Source: an optimization exercise on an open RTL-to-GDS flow (aim: small area and a short achievable clock period). Production flows keep margins and buffers that such runs may drop. Only simulation tests tie the RTL to the original design; equivalence was not proved. Power figures rest on the tool's default switching activity, not on a simulated workload.

**flow/flow/run.sh**
```bash
#!/bin/bash
set -euo pipefail
MARGIN=10
R=orfs/results/${FLOW_PLATFORM:-sky130hd}/ae3240_ic/base
YOSYS=$(command -v yosys || echo "$FLOW_HOME/../tools/install/yosys/bin/yosys")

bash standard.sh synth > synth.log 2>&1
cp "$R/1_2_yosys.v" std_synth.v

regs() { grep -oE '^\s*sky130_fd_sc_hd__(s?e?df|dl)[a-z0-9_]* +\S+' "$1" | sed -E 's/_[0-9]+ +/ /; s/^\s*//' | sort; }
if REMAP_IN=std_synth.v REMAP_OUT=remap_synth.v \
   REMAP_LIB="$FLOW_HOME/platforms/sky130hd/lib/sky130_fd_sc_hd__tt_025C_1v80.lib" \
   "$YOSYS" -c flow/remap.tcl > remap.log 2>&1 \
   && [ -s remap_synth.v ] && cmp -s <(regs std_synth.v) <(regs remap_synth.v); then
  echo "remap: registers match, using the remapped netlist" >> remap.log
  cp remap_synth.v "$R/1_2_yosys.v"
  rm -f "$R/1_synth.odb" "$R/1_synth.sdc"
else
  echo "remap: not used" >> remap.log
fi

bash standard.sh SETUP_SLACK_MARGIN=$MARGIN finish > layout.log 2>&1
```
**flow/flow/remap.tcl**
```tcl
# Map the combinational logic of the standard netlist again, for area.
# Register cells are kept as instances (keep_hierarchy), so their names and
# types stay those of the standard synthesis.
yosys -import
set lib $::env(REMAP_LIB)
read_liberty -ignore_miss_func -ignore_miss_dir $lib
set regs [list]
foreach m [split [string trim [tee -q -s result.string select -list-mod =sky130_fd_sc_hd__*df* =sky130_fd_sc_hd__*dl*]] "\n"] { lappend regs $m }
foreach m $regs { setattr -mod -set keep_hierarchy 1 $m }
read_verilog $::env(REMAP_IN)
hierarchy -top ae3240_ic
flatten
opt -purge
techmap
opt -fast
abc -liberty $lib -dont_use sky130_fd_sc_hd__lpflow_bleeder_1 -dont_use sky130_fd_sc_hd__lpflow_clkbufkapwr_1 -dont_use sky130_fd_sc_hd__lpflow_clkbufkapwr_16 -dont_use sky130_fd_sc_hd__lpflow_clkbufkapwr_2 -dont_use sky130_fd_sc_hd__lpflow_clkbufkapwr_4 -dont_use sky130_fd_sc_hd__lpflow_clkbufkapwr_8 -dont_use sky130_fd_sc_hd__lpflow_clkinvkapwr_1 -dont_use sky130_fd_sc_hd__lpflow_clkinvkapwr_16 -dont_use sky130_fd_sc_hd__lpflow_clkinvkapwr_2 -dont_use sky130_fd_sc_hd__lpflow_clkinvkapwr_4 -dont_use sky130_fd_sc_hd__lpflow_clkinvkapwr_8 -dont_use sky130_fd_sc_hd__lpflow_decapkapwr_12 -dont_use sky130_fd_sc_hd__lpflow_decapkapwr_3 -dont_use sky130_fd_sc_hd__lpflow_decapkapwr_4 -dont_use sky130_fd_sc_hd__lpflow_decapkapwr_6 -dont_use sky130_fd_sc_hd__lpflow_decapkapwr_8 -dont_use sky130_fd_sc_hd__lpflow_inputiso0n_1 -dont_use sky130_fd_sc_hd__lpflow_inputiso0p_1 -dont_use sky130_fd_sc_hd__lpflow_inputiso1n_1 -dont_use sky130_fd_sc_hd__lpflow_inputiso1p_1 -dont_use sky130_fd_sc_hd__lpflow_inputisolatch_1 -dont_use sky130_fd_sc_hd__lpflow_isobufsrc_1 -dont_use sky130_fd_sc_hd__lpflow_isobufsrc_16 -dont_use sky130_fd_sc_hd__lpflow_isobufsrc_2 -dont_use sky130_fd_sc_hd__lpflow_isobufsrc_4 -dont_use sky130_fd_sc_hd__lpflow_isobufsrc_8 -dont_use sky130_fd_sc_hd__lpflow_isobufsrckapwr_16 -dont_use sky130_fd_sc_hd__lpflow_lsbuf_lh_hl_isowell_tap_1 -dont_use sky130_fd_sc_hd__lpflow_lsbuf_lh_hl_isowell_tap_2 -dont_use sky130_fd_sc_hd__lpflow_lsbuf_lh_hl_isowell_tap_4 -dont_use sky130_fd_sc_hd__lpflow_lsbuf_lh_isowell_4 -dont_use sky130_fd_sc_hd__lpflow_lsbuf_lh_isowell_tap_1 -dont_use sky130_fd_sc_hd__lpflow_lsbuf_lh_isowell_tap_2 -dont_use sky130_fd_sc_hd__lpflow_lsbuf_lh_isowell_tap_4 -dont_use sky130_fd_sc_hd__probe_p_8 -dont_use sky130_fd_sc_hd__probec_p_8 
opt_clean -purge
hilomap -singleton -hicell sky130_fd_sc_hd__conb_1 HI -locell sky130_fd_sc_hd__conb_1 LO
stat -liberty $lib
select ae3240_ic
write_verilog -noattr -noexpr -nohex -nodec -selected $::env(REMAP_OUT)
```
**flow/standard.sh**
```bash
#!/bin/bash
# synth_recipe.tcl (not shown) runs the flow's synth.tcl, then flattens the netlist and writes it again
# the make line also repeats each setting of config.mk as NAME=value (left out here)
make -C /OpenROAD-flow-scripts/flow DESIGN_CONFIG=/design/flow/config.mk WORK_HOME=/design/flow/orfs CLKGATE_MAP_FILE= SYNTH_SCRIPT=/design/flow/synth_recipe.tcl "${@:-finish}"
```
**flow/config.mk**
```make
export PLATFORM = sky130hd
export DESIGN_NAME = ae3240_ic
export DESIGN_NICKNAME = ae3240_ic
export VERILOG_FILES = /design/flow/design.v
export SDC_FILE = /design/flow/constraint.sdc
export NUM_CORES = 8
export LEC_CHECK = 0
export CAP_MARGIN = 35
export CORE_MARGIN = 2
export CORE_UTILIZATION = 40
export CTS_BUF_LIST = sky130_fd_sc_hd__clkbuf_16
export CTS_CLUSTER_DIAMETER = 80
export CTS_CLUSTER_SIZE = 24
export PLACE_DENSITY = 0.6
export SETUP_SLACK_MARGIN = 5
export SLEW_MARGIN = 35
export TNS_END_PERCENT = 0
```
**flow/constraint.sdc**
```tcl
create_clock -name core_clock -period 17.0 [get_ports {clk}]
set_input_delay 3.4000 -clock core_clock [delete_from_list [all_inputs] [get_ports {clk}]]
set_output_delay 3.4000 -clock core_clock [all_outputs]
set_load 0.01 [all_outputs]
```
**flow/design.v**
```verilog
module ae3240_ic (
    input  wire        clk,
    input  wire        rst,           
    input  wire [63:0] src_line,      
    input  wire        tick_us,       
    input  wire [4:0]  core_wfi,      
    input  wire [4:0]  core_entry,    
    input  wire        bus_en,
    input  wire        bus_we,
    input  wire [15:0] bus_addr,      
    input  wire [31:0] bus_wdata,
    output reg  [31:0] bus_rdata,
    output reg  [4:0]  irq,
    output reg  [4:0]  stk_fault
);
    localparam NSRC  = 64;
    localparam NCORE = 5;
    genvar s, c, k, g, n;
    wire        wr = bus_en & bus_we;
    wire        rd = bus_en & ~bus_we;
    wire [3:0]  page = bus_addr[15:12];
    wire [9:0]  widx = bus_addr[11:2];
    wire        sel_src   = (page == 4'h0) && (widx[9:6] == 4'd0);
    wire        sel_pend  = (page == 4'h1) && (widx[9:1] == 9'd0);
    wire        sel_en    = (page == 4'h2) && (widx[9:1] == 9'd0);
    wire        sel_line  = (page == 4'h2) && (widx[9:1] == 9'd4);
    wire        hi_word   = widx[0];
    wire [5:0]  src_idx   = widx[5:0];
    wire [4:0]  sel_pg;                       
    generate for (c = 0; c < NCORE; c = c + 1) begin : g_pg
        assign sel_pg[c] = (page == 4 + c);
    end endgenerate
    wire        sel_core  = |sel_pg;
    wire        o_thresh  = (widx == 10'h000);
    wire        o_lvl     = (widx == 10'h001);
    wire        o_cpl     = (widx == 10'h002);
    wire        o_stk0    = (widx == 10'h003);
    wire        o_stk1    = (widx == 10'h004);
    wire        o_cnt     = (widx == 10'h007);
    wire [31:0] wd = rst ? 32'd0 : bus_wdata;
    reg  [63:0] pend;
    reg  [63:0] en;
    reg  [63:0] line_q;
    wire [4*NSRC-1:0]  prio_v;
    wire [3*NSRC-1:0]  tgt_v;
    wire [8*NSRC-1:0]  mod_v;
    wire [63:1]        rdy;
    wire [63:1]        base = pend[63:1] & en[63:1];
    generate for (s = 0; s < NSRC; s = s + 1) begin : g_src
        reg [3:0]  prio;
        reg [2:0]  target;
        reg [7:0]  nmod;                      
        wire we = rst | (wr & sel_src & (src_idx == s));
        always @(posedge clk)
            if (we) begin
                nmod   <= ~wd[15:8];
                target <= wd[6:4];
            end
        if (s != 0) begin : g_p
            always @(posedge clk)
                if (we) prio <= wd[3:0];
            assign prio_v[4*s +: 4] = prio;
        end else begin : g_p0
            assign prio_v[4*s +: 4] = 4'd0;     
        end
        assign tgt_v[3*s +: 3]  = target;
        assign mod_v[8*s +: 8]  = ~nmod;
        if (s != 0) begin : g_age
            reg  [10:0] age;
            wire [11:0] t;                        
            assign t[0] = tick_us & ~(&age);
            for (k = 0; k < 11; k = k + 1) begin : g_inc
                assign t[k+1] = t[k] & age[k];
            end
            always @(posedge clk)
                age <= {11{pend[s]}} & (age ^ t[10:0]);
            wire [8:0] cy;
            assign cy[0] = (|age[2:0]) | (&nmod);
            for (k = 0; k < 8; k = k + 1) begin : g_cmp
                assign cy[k+1] = (age[3+k] & nmod[k]) | (age[3+k] & cy[k]) | (nmod[k] & cy[k]);
            end
            assign rdy[s] = cy[8];
        end
    end endgenerate
    wire [63:0] edges = src_line & ~line_q;
    always @(posedge clk) begin
        if (rst) begin
            line_q <= 64'd0;
            pend   <= 64'd0;
        end else begin
            line_q <= src_line;
            pend[31:1]  <= ((wr && sel_pend && !hi_word) ? bus_wdata[31:1] : pend[31:1]) | edges[31:1];
            pend[63:32] <= ((wr && sel_pend &&  hi_word) ? bus_wdata : pend[63:32]) | edges[63:32];
            pend[0] <= 1'b0;
        end
        if (rst || (wr && sel_en && !hi_word)) en[31:0]  <= wd;
        if (rst || (wr && sel_en &&  hi_word)) en[63:32] <= wd;
    end
    wire [15:1] lvl_oh;
    generate for (k = 1; k < 16; k = k + 1) begin : g_lvl
        assign lvl_oh[k] = (bus_wdata[3:0] == k);
    end endgenerate
    wire [15*NCORE-1:0] lvset_v;
    wire [4*NCORE-1:0]  thresh_v, entlvl_v;
    wire [NCORE-1:0]    nullf_v;
    wire [32*NCORE-1:0] cnt_v;
    wire [8*NCORE-1:0]  low_v;
    generate for (c = 0; c < NCORE; c = c + 1) begin : g_core
        reg  [3:0]  thresh;
        reg  [15:1] lvset;
        reg  [3:0]  entlvl;
        reg         nullf;
        reg         eflag, nflag;
        reg  [15:0] stkerr;
        reg  [15:0] nullent;
        reg         ninc, sinc;
        wire [15:0] nullent_v = nullent + {15'd0, ninc};
        wire [15:0] stkerr_v  = stkerr + {15'd0, sinc};
        wire [7:0]  gT3, gT2, gT1, gU3, gU2, gU1;
        for (g = 0; g < 8; g = g + 1) begin : g_grp
            wire [7:0] t3, t2, t1, u3, u2, u1;
            wire       lT3, lT2, lT1;
            for (n = 0; n < 8; n = n + 1) begin : g_cand
                if (8*g + n == 0) begin : g_s0
                    assign t3[n] = 1'b0;
                    assign t2[n] = 1'b0;
                    assign t1[n] = 1'b0;
                    assign u3[n] = 1'b0;
                    assign u2[n] = 1'b0;
                    assign u1[n] = 1'b0;
                end else begin : g_sn
                    wire [3:0] p  = prio_v[4*(8*g+n) +: 4];
                    wire       e  = base[8*g+n] & (tgt_v[3*(8*g+n) +: 3] == c) & (rdy[8*g+n] | core_wfi[c]);
                    assign t3[n] = e & p[3] & p[2];
                    assign t2[n] = e & p[3];
                    assign t1[n] = e & (p[3] | p[2]);
                    wire       e2 = e & (~lT3 | (p[3] & p[2])) & (~lT2 | p[3]) & (~lT1 | p[3] | p[2]);
                    assign u3[n] = e2 & p[1] & p[0];
                    assign u2[n] = e2 & p[1];
                    assign u1[n] = e2 & (p[1] | p[0]);
                end
            end
            assign lT3 = |t3;
            assign lT2 = |t2;
            assign lT1 = |t1;
            assign gT3[g] = lT3;
            assign gT2[g] = lT2;
            assign gT1[g] = lT1;
            assign gU3[g] = |u3;
            assign gU2[g] = |u2;
            assign gU1[g] = |u1;
        end
        wire        T3 = |gT3;
        wire        T2 = |gT2;
        wire        T1 = |gT1;
        wire [7:0]  gh3 = gT3, gh2 = gT2 & ~gT3, gh1 = gT1 & ~gT2, gh0 = ~gT1;
        wire [3:0]  hi_oh = {T3, T2 & ~T3, T1 & ~T2, ~T1};
        wire [3:0]  V1 = {|(gh3 & gU1), |(gh2 & gU1), |(gh1 & gU1), |(gh0 & gU1)};
        wire [3:0]  V2 = {|(gh3 & gU2), |(gh2 & gU2), |(gh1 & gU2), |(gh0 & gU2)};
        wire [3:0]  V3 = {|(gh3 & gU3), |(gh2 & gU3), |(gh1 & gU3), |(gh0 & gU3)};
        wire        U3 = |(hi_oh & V3);
        wire        U2 = |(hi_oh & V2);
        wire        U1 = |(hi_oh & V1);
        wire [3:0]  best = {T2, T3 | (T1 & ~T2), U2, U3 | (U1 & ~U2)};
        reg [3:0] curlvl;
        integer b;
        always @* begin
            curlvl = 4'd0;
            for (b = 1; b < 16; b = b + 1)
                if (lvset[b]) curlvl = b;
        end
        wire [3:0]  lv   = (thresh > curlvl) ? thresh : curlvl;
        wire [4:0]  uth  = {1'b0, U3, U2, U1, 1'b1};
        wire [3:0]  lo_oh = uth[3:0] & ~uth[4:1];
        wire [3:0]  vgt  = (lv[1:0] == 2'd0) ? V1 : (lv[1:0] == 2'd1) ? V2 :
                           (lv[1:0] == 2'd2) ? V3 : 4'd0;
        wire [3:0]  qgt, qeq;
        for (k = 0; k < 4; k = k + 1) begin : g_q
            assign qgt[k] = (k > lv[3:2]);
            assign qeq[k] = (k == lv[3:2]);
        end
        wire        any  = |(hi_oh & (qgt | (qeq & vgt)));
        wire [15:1] push_oh;
        for (k = 1; k < 16; k = k + 1) begin : g_boh
            assign push_oh[k] = hi_oh[k >> 2] & lo_oh[k & 3] & (k > lv);
        end
        wire [3:0] entlvl_e = eflag ? curlvl : entlvl;
        wire       nullf_e  = nflag | (~eflag & nullf);
        wire cpl    = wr & sel_pg[c] & o_cpl & ~core_entry[c];
        wire cpl_ok = (lvset != 15'd0) && (bus_wdata[3:0] == curlvl);
        always @(posedge clk) begin
            if (rst) begin
                irq[c]       <= 1'b0;
                stk_fault[c] <= 1'b0;
                lvset        <= 15'd0;
                entlvl       <= 4'd0;
                nullf        <= 1'b0;
                eflag        <= 1'b0;
                nflag        <= 1'b0;
            end else begin
                irq[c]       <= any;
                stk_fault[c] <= cpl & ~cpl_ok;
                eflag        <= core_entry[c] & any;
                nflag        <= core_entry[c] & ~any;
                entlvl       <= entlvl_e;
                nullf        <= nullf_e;
                if (core_entry[c])
                    lvset <= lvset | push_oh;
                else if (cpl && cpl_ok)
                    lvset <= lvset & ~lvl_oh;
            end
            if (rst || (wr && sel_pg[c] && o_thresh))
                thresh <= wd[3:0];
            if (rst || (wr && sel_pg[c] && o_cnt)) begin
                stkerr  <= wd[31:16];
                nullent <= wd[15:0];
                ninc    <= 1'b0;
                sinc    <= 1'b0;
            end else begin
                nullent <= nullent_v;
                stkerr  <= stkerr_v;
                ninc    <= core_entry[c] & ~any;
                sinc    <= cpl & ~cpl_ok;
            end
        end
        assign lvset_v[15*c +: 15] = lvset;
        reg [7:0] low1h;
        integer b2;
        always @* begin
            low1h = 8'd1;
            for (b2 = 1; b2 < 8; b2 = b2 + 1)
                if (lvset[b2]) low1h = {low1h[6:0], 1'b0};
        end
        assign low_v[8*c +: 8] = low1h;
        assign thresh_v[4*c +: 4]  = thresh;
        assign entlvl_v[4*c +: 4]  = entlvl_e;
        assign nullf_v[c]          = nullf_e;
        assign cnt_v[32*c +: 32]   = {stkerr_v, nullent_v};
    end endgenerate
    reg  [15:1] rset;
    reg  [7:0]  rlow;
    reg  [3:0]  rthr, rent;
    reg         rnull, rwfi;
    reg  [31:0] rcnt;
    integer i, j;
    always @* begin
        rset = 15'd0; rlow = 8'd0; rthr = 4'd0; rent = 4'd0; rnull = 1'b0; rwfi = 1'b0; rcnt = 32'd0;
        for (i = 0; i < NCORE; i = i + 1)
            if (sel_pg[i]) begin
                rset  = rset  | lvset_v[15*i +: 15];
                rlow  = rlow  | low_v[8*i +: 8];
                rthr  = rthr  | thresh_v[4*i +: 4];
                rent  = rent  | entlvl_v[4*i +: 4];
                rnull = rnull | nullf_v[i];
                rwfi  = rwfi  | core_wfi[i];
                rcnt  = rcnt  | cnt_v[32*i +: 32];
            end
    end
    wire [16*16-1:0] rk;
    assign rk[16*1 +: 16] = 16'd1;
    assign rk[16*8 +: 16] = {8'd0, rlow};
    generate for (k = 1; k < 15; k = k + 1) begin : g_rk
        if (k != 7) begin : g_r
            assign rk[16*(k+1) +: 16] = rset[k] ? {rk[16*k +: 15], 1'b0} : rk[16*k +: 16];
        end
    end endgenerate
    wire [15:0] rcnt1h = rset[15] ? {rk[16*15 +: 15], 1'b0} : rk[16*15 +: 16];
    wire [31:0] rstk;
    generate for (k = 0; k < 8; k = k + 1) begin : g_nib
        wire [15:1] hit;
        for (s = 1; s < 16; s = s + 1) begin : g_hit
            wire r0 = (k >= 1) ? rk[16*s + ((k >= 1) ? k - 1 : 0)] : 1'b0;
            wire r1 = (k <= 6) ? rk[16*s + k + 7] : 1'b0;
            assign hit[s] = rset[s] & (o_stk1 ? r1 : r0);
        end
        wire show = o_stk1 ? ((k <= 6) ? |rcnt1h[15:k+9 > 15 ? 15 : k+9] : 1'b0)
                           : ((k >= 1) ? |rcnt1h[15:k+1] : 1'b0);
        wire [3:0] v;
        assign v[0] = |(hit & 15'b101010101010101);
        assign v[1] = |(hit & 15'b110011001100110);
        assign v[2] = |(hit & 15'b111100001111000);
        assign v[3] = |(hit & 15'b111111110000000);
        assign rstk[4*k +: 4] = show ? v : 4'd0;
    end endgenerate
    reg  [3:0]  rdepth, rcur;
    always @* begin
        rdepth = 4'd0;
        for (j = 1; j < 16; j = j + 1)
            if (rcnt1h[j]) rdepth = j;
        rcur = 4'd0;
        for (j = 1; j < 16; j = j + 1)
            if (rset[j]) rcur = j;
    end
    reg  [31:0] rdata_next;
    always @* begin
        rdata_next = 32'd0;
        if (sel_src)
            rdata_next = {16'd0, mod_v[8*src_idx +: 8], 1'b0, tgt_v[3*src_idx +: 3], prio_v[4*src_idx +: 4]};
        else if (sel_pend) rdata_next = hi_word ? pend[63:32] : pend[31:0];
        else if (sel_en)   rdata_next = hi_word ? en[63:32]   : en[31:0];
        else if (sel_line) rdata_next = hi_word ? src_line[63:32] : src_line[31:0];
        else if (sel_core) begin
            if (o_thresh)    rdata_next = {28'd0, rthr};
            else if (o_lvl)  rdata_next = {15'd0, rnull, rent, 3'd0, rwfi, rdepth, rcur};
            else if (o_stk0 || o_stk1) rdata_next = rstk;
            else if (o_cnt)  rdata_next = rcnt;
        end
    end
    always @(posedge clk) begin
        if (rst)
            bus_rdata <= 32'd0;
        else if (rd)
            bus_rdata <= rdata_next;
    end
endmodule
```
==> impl_metrics.json, run 1 <==
{
  "worst_setup_path_end_kind": "register",
  "cpPeakStageDelay_ps": 900,
  "maximum_number_of_pins_on_one_net_before_global_route_repair": 99,
  "gr-total-overflow": 0,
  "area_taken_by_multi_input_logic_gates_um2": 84300,
  "detail_route.iter0.violations": 27300,
  "floorplan.initialDensity_pct": 40.3,
  "reg2reg_slack_ps": 10110,
  "vias_per_cell": 7.49,
  "synth-warning-count": 1,
  "r2r_cells": 19,
  "tritoncts": "yes",
  "core_area_um2": 334000,
  "dpl-instance-area_um2": 148000,
  "insertion_delay_ps": 980,
  "htree_levels": 4,
  "fin_crit_sh_pct": 45.0,
  "final.setup.tns_ps": 0,
  "clk_transition_reported_paths_ps": 110,
  "timing_worst_slew_pin_value_ps": 1140,
  "run_status": "timing/DRC/antenna clean",
  "worst_r2r_startpoint": "g_src[17].prio[3]$_DFFE_PP_",
  "gr-usage-all-layers_pct": 49.7,
  "io_count": 169,
  "crit_slowest_cell": "clkdlybuf4s50_1",
  "p_leak_nw": 52.5,
  "dieWidth_um": 584,
  "first_global_vias": 146000,
  "detail_route.wl_per_cell_um": 41.0,
  "finClkSkew_ps": 93.0,
  "hold_buffers": 0,
  "worst-path-max-fanout": 40,
  "timing.critical_path.from_type": "primary input",
  "finalHoldViolations": 0,
  "fillers": 32500,
  "via_count": 162000,
  "tmin_final_ps": 7640,
  "final_report_max_slew_violation_count": 0,
  "mappedNetlistNets": 16000,
  "hp-start": "g_core[3].nflag$_SDFF_PP0_",
  "synthesis.area_per_instance_um2": 8.48,
  "power.density_nw_per_um2": 79.6,
  "floorplan.rows": 212,
  "path_delay_family": "buffers and inverters",
  "grt_pass1_wl_um": 1200000,
  "synthesis.instances": 15900,
  "grt_setup_unrepaired": "yes",
  "place_congestion": 1.15,
  "syn_area_um2": 135000,
  "final_area_um2": 160000,
  "design.final.nets": 17200,
  "crit_chain": "clkdlybuf4s50_1 > nor2b_4 > buf_4 > buf_4 > buf_6 > a22oi_1 > a21oi_1 > o41ai_1 > nand4_1 > a21oi_1 > o21ai_0 > buf_4 > nor4_1 > a211o_1 > a21oi_1",
  "postRouteAntennaNets": 0,
  "max_cap_violations": 0,
  "dieHeight_um": 584,
  "route.detailed.drc": 0,
  "layout_setup_ws_ps": 9360,
  "max_clock_freq_mhz": 131,
  "dp_hpwl_um": 680000,
  "min-delay-path-class": "reg2reg",
  "holdPathStages": 2,
  "tritoncts_buffer_count": 142,
  "critical_path_cell_count": 15,
  "cts.sinks": 2181,
  "sequential_cell_area_um2": 54100,
  "final_layout_size_suffix_gt1_share_pct": 11.6,
  "clock_tree.buffer_depth": 4,
  "worst_hold_path.endpoint": "g_core[3].nullf$_SDFF_PP0_",
  "die-area_um2": 341000,
  "drtPass1Iterations": 13,
  "finalWirelength_um": 887000,
  "worst_ep_required_ps": 17900,
  "timing.rr.end": "irq[3]$_SDFF_PP0_",
  "areaGrowthSynthToFinish_pct": 19.3,
  "antenna_found_initial": 115,
  "dp_slack_ps": 6450,
  "crit_type": "in2reg",
  "cp_data_arrival_time_ps": 8550,
  "worst_ir_drop_vdd_uv": 97.7,
  "slew_headroom_pct": 23.9,
  "numPortBuffers": 166,
  "finalSetupViolations": 0,
  "root_buf_cell": "clkbuf_16",
  "critical_path.n_buffers_inverters": 5
}
per-layer routing:
metal	part of all wire [%]	up-vias	track usage (%)
li1	-	66700	-
met1	36	78600	61.0
met2	39	13100	69.4
met3	15	3552	20.9
met4	9.1	50	35.6
met5	0.076	-	0.700
cells in the final DEF, fill, tap and decap left out, types with 203 or more instances in the layout:
master	n
dfxtp_1	1139
buf_4	767
clkinv_1	506
a21oi_1	1089
a22oi_1	758
nor2_1	1604
nand3_1	534
o211ai_1	314
o21ai_0	1208
nor3_1	498
nand2_1	1296
o22ai_1	423
edfxtp_1	1040
o2111ai_1	243
nand4_1	420
nor2b_1	203
and3_1	282
a211oi_1	247
and2_0	308
how the worst max path moves through the flow:
stage | start | slack [ps] | to
after floorplan | bus_addr[14] | 9030 | bus_rdata[10]$_SDFFE_PP0P_
after global placement | core_wfi[1] | 6120 | irq[1]$_SDFF_PP0_
after detailed placement | core_wfi[1] | 6450 | irq[1]$_SDFF_PP0_
after CTS | core_wfi[2] | 9660 | g_core[2].ninc$_SDFF_PN0_
after global routing | core_wfi[3] | 9340 | g_core[3].lvset[3]$_SDFFE_PP0P_
final | bus_addr[3] | 9360 | bus_rdata[5]$_SDFFE_PP0P_
timing repair:
action                                  4_1_cts  5_1_grt
buffers inserted                            214       46
endpoints found under the setup margin      144      146
pin swaps                                   180       79
gates resized for setup                     763      193
cloned                                       16        5
cell type report:
type / instances / area share (%)
diodes: 97 / 0.151
multi-input cells: 13200 / 52.5
clock buffers: 145 / 2.26
repair buffers: 1038 / 5.96
well taps: 4387 / 3.42
inverters: 527 / 1.30
clock inverters: 110 / 0.701
flip-flops and latches: 2181 / 33.7
where the power goes:
part / total [W] / leakage (nW) / internal [W] / switching (W)
Clock: 0.00386 / 2.45 / 0.00169 / 0.00217
Sequential: 0.00628 / 19.4 / 0.00581 / 0.000468
Combinational: 0.00263 / 30.6 / 0.000681 / 0.00195
Total: 0.0128 / 52.5 / 0.00818 / 0.00459
worst reg2reg max path, delay by kind of cell, from the launching register on:
family                 cells  cell delay [ps]
AO/OA/AOI/OAI              9             2690
AND/OR/NAND/NOR            8             2280
flip-flops                 1              920
buffers and inverters      2              790
metrics by stage:
stage                     utilization (%)  std cells  hold slack (ps)  power, W
after floorplan                         -      15900              424   0.00721
after global placement               44.0      21000              441   0.00863
after detailed placement             44.3      21000              449   0.00864
after CTS                            47.4      21500              444    0.0125
after global routing                 48.0      21600              467    0.0129
final                                48.0      21600              453    0.0128
flip-flops by register name (all words and copies together) (netlist names), 64 cells and up:
name / count
g_src.g_age.age: 693
g_src.target: 192
g_core.stkerr: 80
g_src.nmod: 512
en: 64
g_src.prio: 252
g_core.lvset: 75
g_core.nullent: 80
==> run 2: changes to the inputs <==
--- a/flow/config.mk
+++ b/flow/config.mk
@@ -7,11 +7,11 @@
 export LEC_CHECK = 0
 export CAP_MARGIN = 35
 export CORE_MARGIN = 2
-export CORE_UTILIZATION = 40
+export CORE_UTILIZATION = 45
 export CTS_BUF_LIST = sky130_fd_sc_hd__clkbuf_16
 export CTS_CLUSTER_DIAMETER = 80
 export CTS_CLUSTER_SIZE = 24
-export PLACE_DENSITY = 0.6
+export PLACE_DENSITY = 0.65
 export SETUP_SLACK_MARGIN = 5
 export SLEW_MARGIN = 35
 export TNS_END_PERCENT = 0
==> run 2 against run 1 <==
Net effect: routed wire length fell by 5.6%; clock power fell by 1%; combinational power fell by 4%; final area fell by 1.2%; worst hold slack worse by 11 ps; sequential cell count unchanged; non-clock buffer count decreased by 77; setup slack worse by 90 ps; global-route usage is 3.1 points higher.
==> impl_metrics.json, run 2 <==
{
  "run_status": "timing/DRC/antenna clean",
  "io_count": 169,
  "final.setup.tns_ps": 0,
  "dp_slack_ps": 6460,
  "holdPathStages": 3,
  "worst_hold_slack_ps": 442,
  "timing_worst_slew_pin_value_ps": 1230,
  "antenna_found_initial": 99,
  "gr-total-overflow": 0,
  "worst_ep_required_ps": 17860,
  "timing.critical_path.from_type": "primary input",
  "design.final.nets": 17100,
  "drtPass1Iterations": 22,
  "dp_hpwl_um": 627000,
  "layout.cells.most_common": "nor2_1",
  "root_buf_cell": "clkbuf_16",
  "grt_use_met1_pct": 63.1,
  "worst_ir_drop_vdd_uv": 103,
  "gr-max-usage-layer": "met2",
  "dieWidth_um": 551,
  "hold_buffers": 0,
  "cts.sinks": 2181,
  "final_layout_size_suffix_gt1_share_pct": 10.5,
  "max_cap_violations": 0,
  "insertion_delay_ps": 960,
  "dieHeight_um": 551,
  "layout.cells.most_common_list": "nor2_1, nand2_1, o21ai_0",
  "via_count": 163000,
  "numPlacedInstances": 20500,
  "p_leak_nw": 52.0,
  "fin_crit_sh_pct": 45.5,
  "r2r_cells": 19,
  "dpl-instance-area_um2": 147000,
  "floorplan.rows": 200,
  "timing.rr.end": "g_core[3].lvset[14]$_SDFFE_PP0P_",
  "finalWirelength_um": 838000,
  "tmin_final_ps": 7730,
  "detail_route.iter0.violations": 29700,
  "htree_levels": 4,
  "hp-start": "line_q[3]$_SDFF_PP0_",
  "final_report_max_slew_violation_count": 0,
  "synthesis.instances": 15900,
  "finalHoldViolations": 0,
  "areaGrowthSynthToFinish_pct": 17.9,
  "power.density_nw_per_um2": 79.7,
  "tritoncts_buffer_count": 141,
  "m3_gr_usage_pct": 27.9,
  "finClkSkew_ps": 72.8,
  "gr-usage-all-layers_pct": 52.8,
  "clk_transition_reported_paths_ps": 100,
  "first_global_vias": 146000,
  "worst_setup_path_end_kind": "register",
  "gr-usage-met2_pct": 69.8,
  "slew_headroom_pct": 17.8,
  "synthesis.area_per_instance_um2": 8.48,
  "clock_tree.buffer_depth": 4,
  "synth-warning-count": 1,
  "worst_hold_path.endpoint": "pend[3]$_SDFF_PP0_",
  "worst_r2r_startpoint": "g_src[46].nmod[6]$_DFFE_PP_",
  "top_regs": "g_src.g_age.age: 693 flops, g_src.nmod: 512 flops, g_src.prio: 252 flops",
  "core_area_um2": 297000,
  "route.detailed.drc": 0,
  "min-delay-path-class": "reg2reg",
  "regMostFlops": "g_src.g_age.age",
  "grt_setup_unrepaired": "yes",
  "vias_per_cell": 7.72,
  "detail_route.wl_per_cell_um": 39.7,
  "mappedNetlistNets": 16000,
  "crit_type": "in2reg",
  "layout.cells.non_filler": 21100,
  "syn_area_um2": 135000,
  "finalSetupViolations": 0,
  "postRouteAntennaNets": 0,
  "layout_setup_ws_ps": 9270,
  "final_area_um2": 159000,
  "worst-path-max-fanout": 16,
  "grt_pass1_wl_um": 1140000,
  "die-area_um2": 303000,
  "max_clock_freq_mhz": 129,
  "floorplan.initialDensity_pct": 45.3,
  "place_congestion": 1.22,
  "maximum_number_of_pins_on_one_net_before_global_route_repair": 108,
  "number_of_flip_flops_under_the_largest_register_name": 693,
  "cp_data_arrival_time_ps": 8600,
  "tritoncts": "yes",
  "reg2reg_slack_ps": 9540,
  "numPortBuffers": 166
}
-- run 2: cell count changes in the layout (fill, tap and decap cells not counted), moves of 12 or more --
cell	change
a21oi_2	-21
o22ai_2	-12
nor3_2	-16
nor3_1	+13
a21oi_1	+28
diode_2	-19
buf_4	-92
-- run 2: how the worst max path moves through the flow --
| stage | startpoint | to | slack (ps) |
|---|---|---|---|
| 3_5_place_dp | bus_addr[14] | bus_rdata[6]$_SDFFE_PP0P_ | 6460 |
| 5_1_grt | bus_addr[13] | bus_rdata[10]$_SDFFE_PP0P_ | 9360 |
| 2_1_floorplan | bus_addr[14] | bus_rdata[10]$_SDFFE_PP0P_ | 9030 |
| 6_report | core_wfi[0] | g_core[0].ninc$_SDFF_PN0_ | 9270 |
| 3_3_place_gp | bus_addr[14] | bus_rdata[6]$_SDFFE_PP0P_ | 6230 |
| 4_1_cts | bus_addr[13] | bus_rdata[5]$_SDFFE_PP0P_ | 9720 |
-- run 2: routing by layer --
layer	wire, um	vias to the layer above
li1	-	66500
met1	292000	77800
met2	313000	14600
met3	147000	4069
met4	84600	48
met5	540	-
-- run 2: timing repair --
action                                  in CTS  in global routing
buffers inserted                           236                 13
cloned                                      27                  0
pin swaps                                  191                 23
endpoints found under the setup margin     151                165
gates resized for setup                    759                 61
-- run 2: layout make-up --
type / instances / area [um2]
diodes: 78 / 195
clock buffers: 142 / 3550
clock inverters: 111 / 1130
fillers: 27800 / 139000
inverters: 527 / 2050
multi-input cells: 13200 / 83500
flip-flops and latches: 2181 / 54100
well taps: 3939 / 4930
repair buffers: 961 / 9190
-- run 2: report_power, final --
part	leakage (nW)	switching [W]	internal, W
clock	2.42	0.00212	0.00170
combinational	30.1	0.00185	0.000669
sequential	19.4	0.000499	0.00581
total	52.0	0.00447	0.00818
-- run 2: critical path, cell delays in order --
cell and delay, ps:
buf_12 170, buf_16 240, buf_4 180, buf_4 120, o21ai_0 340, o32ai_1 330, nor2_1 110, nand2_1 580
a221oi_2 210, a221oi_1 500, nand3_1 580, a211oi_1 580, nand2_1 120, a31oi_1 200, a21oi_1 110, nor4_2 260
buf_4 260, and4_1 220
-- run 2: through the flow --
step           util [%]  total power, W
4_1_cts            53.0          0.0124
3_3_place_gp       49.1         0.00851
5_1_grt            53.3          0.0128
3_5_place_dp       49.4         0.00852
2_1_floorplan         -         0.00721
6_report           53.4          0.0126

[static timing again, ports no longer ideal]
Ports are ideal in the flow. The routed layouts listed here were re-timed in OpenROAD.
Step 1 sets driving cells, clkbuf_16 on the clock port and buf_2 on the other inputs (assumed; they add their load-dependent delay and slew).
Step 2 also shifts input and output timing later by t, the mid clock arrival at the registers, as if the neighbouring blocks saw the same clock.
Three values: ideal, step 1, step 2; two values: the first two.
| run | shift t [ns] | setup WS [ns] | worst hold slack (ns) | latest minus earliest clock arrival (ns) | worst register clock-pin slew, ns |
|---|---|---|---|---|---|
| run 1 | 1.038 | 9.357 / 9.262 / 8.224 | 0.453 / 0.453 / 0.453 | 0.103 / 0.103 | 0.11 / 0.11 |
| run 2 | 1.038 | 9.268 / 9.206 / 8.168 | 0.442 / 0.442 / 0.442 | 0.088 / 0.088 | 0.10 / 0.10 |
After both steps setup and hold are still met in every run listed. The setup slack of run 1, which loses most, moves by -0.095 ns with the drivers and by -1.133 ns with both steps.
